Background: an optimization exercise with open tools, aiming at small area and a short achievable clock period. Do not read the settings as production practice. Function was checked by simulation only, so behaviour that the tests miss may differ from the original.

==> run Y <==
Design cerxa_core, start of the top module:
module cerxa_core (
    input  wire        clk,
    input  wire        rst,
    output wire [15:0] imem_addr,
    output wire        imem_en,
    input  wire [23:0] imem_rdata,
    output wire        dmem_re,
    output wire        dmem_we,
    output wire [17:0] dmem_addr,
    output wire [7:0]  dmem_wdata,
    input  wire [7:0]  dmem_rdata,
    output wire        io_re,
    output wire        io_we,
    output wire [15:0] io_addr,
    output wire [7:0]  io_wdata,
    input  wire [7:0]  io_rdata
);
==> flow/config.mk <==
export PLATFORM = sky130hd
export DESIGN_NAME = cerxa_core
export DESIGN_NICKNAME = cerxa_core
export VERILOG_FILES = /design/flow/design.v
export SDC_FILE = /design/flow/constraint.sdc
export NUM_CORES = 4
export LEC_CHECK = 0
export ABC_AREA = 1
export CAP_MARGIN = 20
export CORE_MARGIN = 2
export CORE_UTILIZATION = 50
export CTS_BUF_LIST = sky130_fd_sc_hd__clkbuf_8
export CTS_CLUSTER_DIAMETER = 80
export CTS_CLUSTER_SIZE = 12
export PLACE_DENSITY = 0.62
export SLEW_MARGIN = 20
==> flow/constraint.sdc <==
create_clock -name core_clock -period 14.0 [get_ports {clk}]
set_input_delay 2.8000 -clock core_clock [delete_from_list [all_inputs] [get_ports {clk}]]
set_output_delay 2.8000 -clock core_clock [all_outputs]
set_load 0.01 [all_outputs]
standard.sh (not shown) runs the stock make flow with config.mk's settings and CLKGATE_MAP_FILE= SYNTH_SCRIPT=/design/flow/synth_recipe.tcl, a recipe that flattens the netlist after the stock synthesis.
==> flow/flow/run.sh <==
#!/bin/bash
set -euo pipefail
bash standard.sh BUFFER_PORTS_ARGS="-buffer_cell sky130_fd_sc_hd__buf_2" SETUP_SLACK_MARGIN=8 finish > standard_flow.log 2>&1
==> run A (differences from run Y) <==
==> flow/flow/run.sh (replaced) <==
#!/bin/bash
set -euo pipefail
bash standard.sh BUFFER_PORTS_ARGS="-buffer_cell sky130_fd_sc_hd__buf_2" SETUP_SLACK_MARGIN=7.5 finish > standard_flow.log 2>&1
- CTS_CLUSTER_DIAMETER: 80 -> not set
- CTS_CLUSTER_SIZE: 12 -> not set
==> flow_summary_export.csv <==
group,metric,value,unit
run_status,outcome,"no timing/DRC/antenna violations",
finish,multi_input_cells,2819,
finish,seq_share,29.5,%
critical_path,slowest_stage,"dfxtp_4",
hold_path,min_from,"m_dst[1]",
finish,num-fill-cells,5032,
sta,fin_crit,6.39,ns
sta,timing.hold.ws,0.373,ns
-- figures above: run A

==> flow_summary_export.csv <==
group,metric,value,unit
run_status,outcome,"no timing/DRC/antenna violations",
critical_path,slowest_stage,"dfxtp_1",
sta,timing.hold.ws,0.366,ns
finish,num-fill-cells,5053,
finish,multi_input_cells,2822,
finish,seq_share,29.2,%
hold_path,min_from,"m_dst[3]",
sta,fin_crit,6.02,ns
-- figures above: run Y


==> inputs of run a <==
Another version of the RTL of cerxa_core (not shown whole).
clock: 14.0 ns
lec_check: 0
abc_area: 1
cap_margin: 20
core_margin: 2
core_utilization: 55
cts_buf_list: sky130_fd_sc_hd__clkbuf_8
place_density: 0.65
slew_margin: 20
==> flow/flow/run.sh <==
#!/bin/bash
set -euo pipefail
bash standard.sh BUFFER_PORTS_ARGS="-buffer_cell sky130_fd_sc_hd__buf_2" SETUP_SLACK_MARGIN=7 finish > standard_flow.log 2>&1
==> run b (differences from run a) <==
--- a/flow/design.v
+++ b/flow/design.v
@@ -224,34 +224,35 @@
         else
             xw_val = {8'd0, alu_r};
     end
     wire [7:0]  xw_even = xw_val[7:0];
     wire [7:0]  xw_odd  = xw_pair ? xw_val[15:8] : xw_val[7:0];
-    wire [15:0] xhv;
-    generate
-        for (gi = 0; gi < 16; gi = gi + 1) begin : xhit
-            assign xhv[gi] = ((gi & 1) ? xw_od : xw_ev) && (xw_row == (gi >> 1));
-        end
-    endgenerate
+    function xhit;
+        input [3:0] r;
+        input       xwo, xwe;    
+        input [2:0] xrow;        
+        xhit = (r[0] ? xwo : xwe) && (xrow == r[3:1]);
+    endfunction
     wire xw_cnt = v_x && is_mts && (fb == 4'h0);
     wire xw_lnk = v_x && ((is_mts && (fb == 4'h1)) || is_call);
     wire xw_dsb = v_x && is_mts && (fb == 4'h2) && (ra[7:3] == 5'd0);
     wire xw_iob = v_x && is_mts && (fb == 4'h3);
     wire [7:0] ld_data = w_zld ? 8'h00 : dmem_rdata;
     function [7:0] rd_next;
         input [3:0]  r;           
         input [7:0]  cur;         
-        input [15:0] xh;          
+        input        xwo, xwe;    
+        input [2:0]  xrow;        
         input [7:0]  xo, xe;      
         input        wl;          
         input [3:0]  wd;
         input [7:0]  wdat;
         input        w2;          
         input [3:0]  w2d;
         input [7:0]  w2dat;
         begin
-            if (xh[r])
+            if (xhit(r, xwo, xwe, xrow))
                 rd_next = r[0] ? xo : xe;
             else if (wl && (wd == r))
                 rd_next = wdat;
             else if (w2 && (w2d == r))
                 rd_next = w2dat;
@@ -278,17 +279,17 @@
     wire [2:0]  d_row  = d_pair ? d_fa[2:0] : d_ra[3:1];
     wire        d_lodd = !d_pair && d_ra[0];
     wire [3:0]  d_rb   = d_alun ? d_fb : d_br ? d_fa : d_fd;
     wire [7:0]  d_gae  = gev[d_row];
     wire [7:0]  d_gao  = godv[d_row];
-    wire [7:0]  d_ga   = rd_next({d_row, d_lodd}, d_lodd ? d_gao : d_gae, xhv, xw_odd, xw_even,
+    wire [7:0]  d_ga   = rd_next({d_row, d_lodd}, d_lodd ? d_gao : d_gae, xw_od, xw_ev, xw_row, xw_odd, xw_even,
                                  w_ld, w_dst, ld_data, w2_v, w2_dst, w2_data);
-    wire [7:0]  d_gah  = rd_next({d_row, 1'b1}, d_gao, xhv, xw_odd, xw_even,
+    wire [7:0]  d_gah  = rd_next({d_row, 1'b1}, d_gao, xw_od, xw_ev, xw_row, xw_odd, xw_even,
                                  w_ld, w_dst, ld_data, w2_v, w2_dst, w2_data);
-    wire [7:0]  d_gb   = rd_next(d_rb, gv[d_rb], xhv, xw_odd, xw_even,
+    wire [7:0]  d_gb   = rd_next(d_rb, gv[d_rb], xw_od, xw_ev, xw_row, xw_odd, xw_even,
                                  w_ld, w_dst, ld_data, w2_v, w2_dst, w2_data);
-    wire [7:0]  d_gx   = rd_next(d_fx, gv[d_fx], xhv, xw_odd, xw_even,
+    wire [7:0]  d_gx   = rd_next(d_fx, gv[d_fx], xw_od, xw_ev, xw_row, xw_odd, xw_even,
                                  w_ld, w_dst, ld_data, w2_v, w2_dst, w2_data);
     wire [15:0] d_lnk  = xw_lnk ? (is_call ? pc_f : gp) : lnk_r;
     wire [15:0] d_word = ((op_d == OP_JR) || (op_d == OP_CALLR)) ? {d_gah, d_ga} :
                          (op_d == OP_RET) ? d_lnk :
                          d_br ? pc_f + 16'd1 + {{8{ir_d[7]}}, ir_d[7:0]} : ir_d[15:0];
@@ -312,11 +313,11 @@
     wire [7:0] xr_even = rst ? 8'h00 : xw_even;
     wire [7:0] xr_odd  = rst ? 8'h00 : xw_odd;
     reg        selx;
     always @(*) begin
         for (i = 0; i < 16; i = i + 1) begin
-            selx = rst || xhv[i];
+            selx = rst || xhit(i, xw_od, xw_ev, xw_row);
             g_we[i] = selx || (w2_v && (w2_dst == i));
             g_next[8*i +: 8] = selx ? (i[0] ? xr_odd : xr_even) : w2_data;
         end
     end
     integer j;
@@ -348,18 +349,14 @@
             m_out   <= 1'b0;
             w_ld    <= 1'b0;
             w_in    <= 1'b0;
             w2_v    <= 1'b0;
         end else begin
-            if (!hold_d) begin
+            pc_f <= imem_addr + {15'd0, !hold_d};
+            if (!hold_d)
                 v_d  <= !(d_is_pre && d_pre_z);
-                pc_f <= imem_addr + 16'd1;
-            end
-            if (d_is_pre)
-                rep_cnt <= d_pre_n;
-            else if (hold_d)
-                rep_cnt <= rep_cnt - 16'd1;
+            rep_cnt <= d_is_pre ? d_pre_n : rep_cnt - {15'd0, hold_d};
             v_x    <= v_d;
             c_unc  <= v_d && ((op_d == OP_JMP) || (op_d == OP_CALL) || (op_d == OP_JR) ||
                               (op_d == OP_CALLR) || (op_d == OP_RET));
             c_eq   <= v_d && ((op_d == OP_BEQ) || (op_d == OP_BEQI));
             c_ne   <= v_d && ((op_d == OP_BNE) || (op_d == OP_BNEI));
@@ -370,13 +367,13 @@
             m_ld  <= v_x && is_ld && !d_resv;
             m_st  <= v_x && is_st && !d_resv;
             m_in  <= v_x && is_in;
             m_out <= v_x && is_out;
             m_zld <= v_x && is_ld && d_resv;
-            w_ld  <= (m_ld || m_zld) && !xhv[m_dst];
-            w_in  <= m_in && !xhv[m_dst];
-            w2_v  <= (w_ld || w_in) && !xhv[w_dst];
+            w_ld  <= (m_ld || m_zld) && !xhit(m_dst, xw_od, xw_ev, xw_row);
+            w_in  <= m_in && !xhit(m_dst, xw_od, xw_ev, xw_row);
+            w2_v  <= (w_ld || w_in) && !xhit(w_dst, xw_od, xw_ev, xw_row);
             if (xw_cnt) cnt_r <= gp;
             if (xw_lnk) lnk_r <= is_call ? pc_f : gp;
             if (xw_iob) iob_r <= gp;
             if (xw_dsb) dsb_r <= ra[2:0];
         end
==> flow/flow/run.sh (replaced) <==
#!/bin/bash
set -euo pipefail
bash standard.sh BUFFER_PORTS_ARGS="-buffer_cell sky130_fd_sc_hd__buf_2" SETUP_SLACK_MARGIN=8.3 finish > standard_flow.log 2>&1
- CORE_UTILIZATION: 55 -> 50
- CTS_CLUSTER_DIAMETER: default -> 80
- CTS_CLUSTER_SIZE: default -> 12
- PLACE_DENSITY: 0.65 -> 0.62
==> run c (differences from run a) <==
--- a/flow/design.v
+++ b/flow/design.v
@@ -224,34 +224,35 @@
         else
             xw_val = {8'd0, alu_r};
     end
     wire [7:0]  xw_even = xw_val[7:0];
     wire [7:0]  xw_odd  = xw_pair ? xw_val[15:8] : xw_val[7:0];
-    wire [15:0] xhv;
-    generate
-        for (gi = 0; gi < 16; gi = gi + 1) begin : xhit
-            assign xhv[gi] = ((gi & 1) ? xw_od : xw_ev) && (xw_row == (gi >> 1));
-        end
-    endgenerate
+    function xhit;
+        input [3:0] r;
+        input       xwo, xwe;    
+        input [2:0] xrow;        
+        xhit = (r[0] ? xwo : xwe) && (xrow == r[3:1]);
+    endfunction
     wire xw_cnt = v_x && is_mts && (fb == 4'h0);
     wire xw_lnk = v_x && ((is_mts && (fb == 4'h1)) || is_call);
     wire xw_dsb = v_x && is_mts && (fb == 4'h2) && (ra[7:3] == 5'd0);
     wire xw_iob = v_x && is_mts && (fb == 4'h3);
     wire [7:0] ld_data = w_zld ? 8'h00 : dmem_rdata;
     function [7:0] rd_next;
         input [3:0]  r;           
         input [7:0]  cur;         
-        input [15:0] xh;          
+        input        xwo, xwe;    
+        input [2:0]  xrow;        
         input [7:0]  xo, xe;      
         input        wl;          
         input [3:0]  wd;
         input [7:0]  wdat;
         input        w2;          
         input [3:0]  w2d;
         input [7:0]  w2dat;
         begin
-            if (xh[r])
+            if (xhit(r, xwo, xwe, xrow))
                 rd_next = r[0] ? xo : xe;
             else if (wl && (wd == r))
                 rd_next = wdat;
             else if (w2 && (w2d == r))
                 rd_next = w2dat;
@@ -278,17 +279,17 @@
     wire [2:0]  d_row  = d_pair ? d_fa[2:0] : d_ra[3:1];
     wire        d_lodd = !d_pair && d_ra[0];
     wire [3:0]  d_rb   = d_alun ? d_fb : d_br ? d_fa : d_fd;
     wire [7:0]  d_gae  = gev[d_row];
     wire [7:0]  d_gao  = godv[d_row];
-    wire [7:0]  d_ga   = rd_next({d_row, d_lodd}, d_lodd ? d_gao : d_gae, xhv, xw_odd, xw_even,
+    wire [7:0]  d_ga   = rd_next({d_row, d_lodd}, d_lodd ? d_gao : d_gae, xw_od, xw_ev, xw_row, xw_odd, xw_even,
                                  w_ld, w_dst, ld_data, w2_v, w2_dst, w2_data);
-    wire [7:0]  d_gah  = rd_next({d_row, 1'b1}, d_gao, xhv, xw_odd, xw_even,
+    wire [7:0]  d_gah  = rd_next({d_row, 1'b1}, d_gao, xw_od, xw_ev, xw_row, xw_odd, xw_even,
                                  w_ld, w_dst, ld_data, w2_v, w2_dst, w2_data);
-    wire [7:0]  d_gb   = rd_next(d_rb, gv[d_rb], xhv, xw_odd, xw_even,
+    wire [7:0]  d_gb   = rd_next(d_rb, gv[d_rb], xw_od, xw_ev, xw_row, xw_odd, xw_even,
                                  w_ld, w_dst, ld_data, w2_v, w2_dst, w2_data);
-    wire [7:0]  d_gx   = rd_next(d_fx, gv[d_fx], xhv, xw_odd, xw_even,
+    wire [7:0]  d_gx   = rd_next(d_fx, gv[d_fx], xw_od, xw_ev, xw_row, xw_odd, xw_even,
                                  w_ld, w_dst, ld_data, w2_v, w2_dst, w2_data);
     wire [15:0] d_lnk  = xw_lnk ? (is_call ? pc_f : gp) : lnk_r;
     wire [15:0] d_word = ((op_d == OP_JR) || (op_d == OP_CALLR)) ? {d_gah, d_ga} :
                          (op_d == OP_RET) ? d_lnk :
                          d_br ? pc_f + 16'd1 + {{8{ir_d[7]}}, ir_d[7:0]} : ir_d[15:0];
@@ -312,11 +313,11 @@
     wire [7:0] xr_even = rst ? 8'h00 : xw_even;
     wire [7:0] xr_odd  = rst ? 8'h00 : xw_odd;
     reg        selx;
     always @(*) begin
         for (i = 0; i < 16; i = i + 1) begin
-            selx = rst || xhv[i];
+            selx = rst || xhit(i, xw_od, xw_ev, xw_row);
             g_we[i] = selx || (w2_v && (w2_dst == i));
             g_next[8*i +: 8] = selx ? (i[0] ? xr_odd : xr_even) : w2_data;
         end
     end
     integer j;
@@ -348,18 +349,14 @@
             m_out   <= 1'b0;
             w_ld    <= 1'b0;
             w_in    <= 1'b0;
             w2_v    <= 1'b0;
         end else begin
-            if (!hold_d) begin
+            pc_f <= imem_addr + {15'd0, !hold_d};
+            if (!hold_d)
                 v_d  <= !(d_is_pre && d_pre_z);
-                pc_f <= imem_addr + 16'd1;
-            end
-            if (d_is_pre)
-                rep_cnt <= d_pre_n;
-            else if (hold_d)
-                rep_cnt <= rep_cnt - 16'd1;
+            rep_cnt <= d_is_pre ? d_pre_n : rep_cnt - {15'd0, hold_d};
             v_x    <= v_d;
             c_unc  <= v_d && ((op_d == OP_JMP) || (op_d == OP_CALL) || (op_d == OP_JR) ||
                               (op_d == OP_CALLR) || (op_d == OP_RET));
             c_eq   <= v_d && ((op_d == OP_BEQ) || (op_d == OP_BEQI));
             c_ne   <= v_d && ((op_d == OP_BNE) || (op_d == OP_BNEI));
@@ -370,13 +367,13 @@
             m_ld  <= v_x && is_ld && !d_resv;
             m_st  <= v_x && is_st && !d_resv;
             m_in  <= v_x && is_in;
             m_out <= v_x && is_out;
             m_zld <= v_x && is_ld && d_resv;
-            w_ld  <= (m_ld || m_zld) && !xhv[m_dst];
-            w_in  <= m_in && !xhv[m_dst];
-            w2_v  <= (w_ld || w_in) && !xhv[w_dst];
+            w_ld  <= (m_ld || m_zld) && !xhit(m_dst, xw_od, xw_ev, xw_row);
+            w_in  <= m_in && !xhit(m_dst, xw_od, xw_ev, xw_row);
+            w2_v  <= (w_ld || w_in) && !xhit(w_dst, xw_od, xw_ev, xw_row);
             if (xw_cnt) cnt_r <= gp;
             if (xw_lnk) lnk_r <= is_call ? pc_f : gp;
             if (xw_iob) iob_r <= gp;
             if (xw_dsb) dsb_r <= ra[2:0];
         end
==> flow/flow/run.sh (replaced) <==
#!/bin/bash
set -euo pipefail
bash standard.sh BUFFER_PORTS_ARGS="-buffer_cell sky130_fd_sc_hd__buf_2" SETUP_SLACK_MARGIN=8 finish > standard_flow.log 2>&1
- CORE_UTILIZATION: 55 -> 50
- PLACE_DENSITY: 0.65 -> 0.62
==> summary of the runs <==
Synthesized area is the same in run c and run b. Core utilization, lowest first: run c, run b, run a. Against run b, the synthesized cell count of run a is larger by 7.3%. Sequential share of layout area, lowest first: run b, run c, run a. In die area, run c and run b do not differ. The highest clock skew belongs to run b, the lowest to run a. Against run c, the design area of run b is larger by about 1.1%. In run b the global-route usage is higher than in run c, by 0.24 points. Between run c and run b, the lower clock-buffer cell count is in run b (gap 34).
==> figures <==
Status: run b finished clean; run c finished clean; run a finished clean
Later-pin clock latency in the skew report: run b 680 ps; run c 690 ps; run a 710 ps
Buffering stage count on the worst path with inverters included: run b 3; run c 7; run a 4
Effective utilization at floorplan: run b 0.508; run c 0.508; run a 0.555
Leading area contributor after synthesis: run b edfxtp_1; run c edfxtp_1; run a nand2_1
Actual slew at the worst max-slew pin: run b 1210 ps; run c 1220 ps; run a 1120 ps
Number of non-clock inverters: run b 487; run c 487; run a 521
Reg2Reg Capture Point: run b gr[120]; run c opb_x[0]; run a gr[25]
HPWL reported at the end of detailed placement: run b 83800 um; run c 84200 um; run a 86000 um
Fraction of layout cells with a size suffix above 1: run b 0.163; run c 0.146; run a 0.0895
Maximum level of the CTS H-tree: run b 2; run c 3; run a 2
Fin Clk Skew: run b 75.0 ps; run c 61.0 ps; run a 38.1 ps
Met2 global-route usage: run b 0.639; run c 0.637; run a 0.633
Die footprint: run b 54000 sq um; run c 54000 sq um; run a 51000 sq um
Delay of the slowest cell on the worst path: run b 150 ps; run c 340 ps; run a 430 ps
Synth top area share: run b 0.175; run c 0.175; run a 0.171
Xor/xnor cell area share of the yosys netlist: run b 0.0258; run c 0.0258; run a 0.0214
Hold path start: run b ir_x[15]; run c m_zld; run a m_dst[3]
Distinct cell type count of the synthesized netlist: run b 66; run c 66; run a 63
Post-route minimum period: run b 6060 ps; run c 6020 ps; run a 6780 ps
Total area of multi-input combinational cells: run b 16200 sq um; run c 15800 sq um; run a 15900 sq um
Number of cell instances on the worst register-to-register path: run b 38; run c 37; run a 35

## separate check: timing with driven ports
How much do the figures lean on ideal ports? The routed layouts below were timed once more, with nothing changed but the port constraints.
Step 1 assumes that a clkbuf_16 drives the clock port and a buf_2 every other input.
Step 2 moves the port delays by t, midway between the first and last clock arrival at a register: inputs arrive t later, outputs are due t later. That takes back most of the time a late clock gives input paths.
a / b / c = ideal / step 1 / step 2; a / b = the first two.
run | t (ns) | slack for setup (ns) | worst setup path at the end
run Y of note 1 | 0.706 | 7.985 / 7.920 / 7.952 | input to output
run A of note 1 | 0.711 | 7.613 / 7.613 / 7.613 | register to register
run a of note 2 | 0.749 | 7.218 / 7.157 / 7.517 | register to register
run b of note 2 | 0.709 | 7.945 / 7.811 / 7.811 | input to output
run c of note 2 | 0.724 | 7.979 / 7.917 / 7.947 | input to output
After both steps setup and hold are still met in every run listed. For run b of note 2, which loses most, drivers alone change the setup slack by -0.134 ns; drivers and shift together by -0.134 ns.
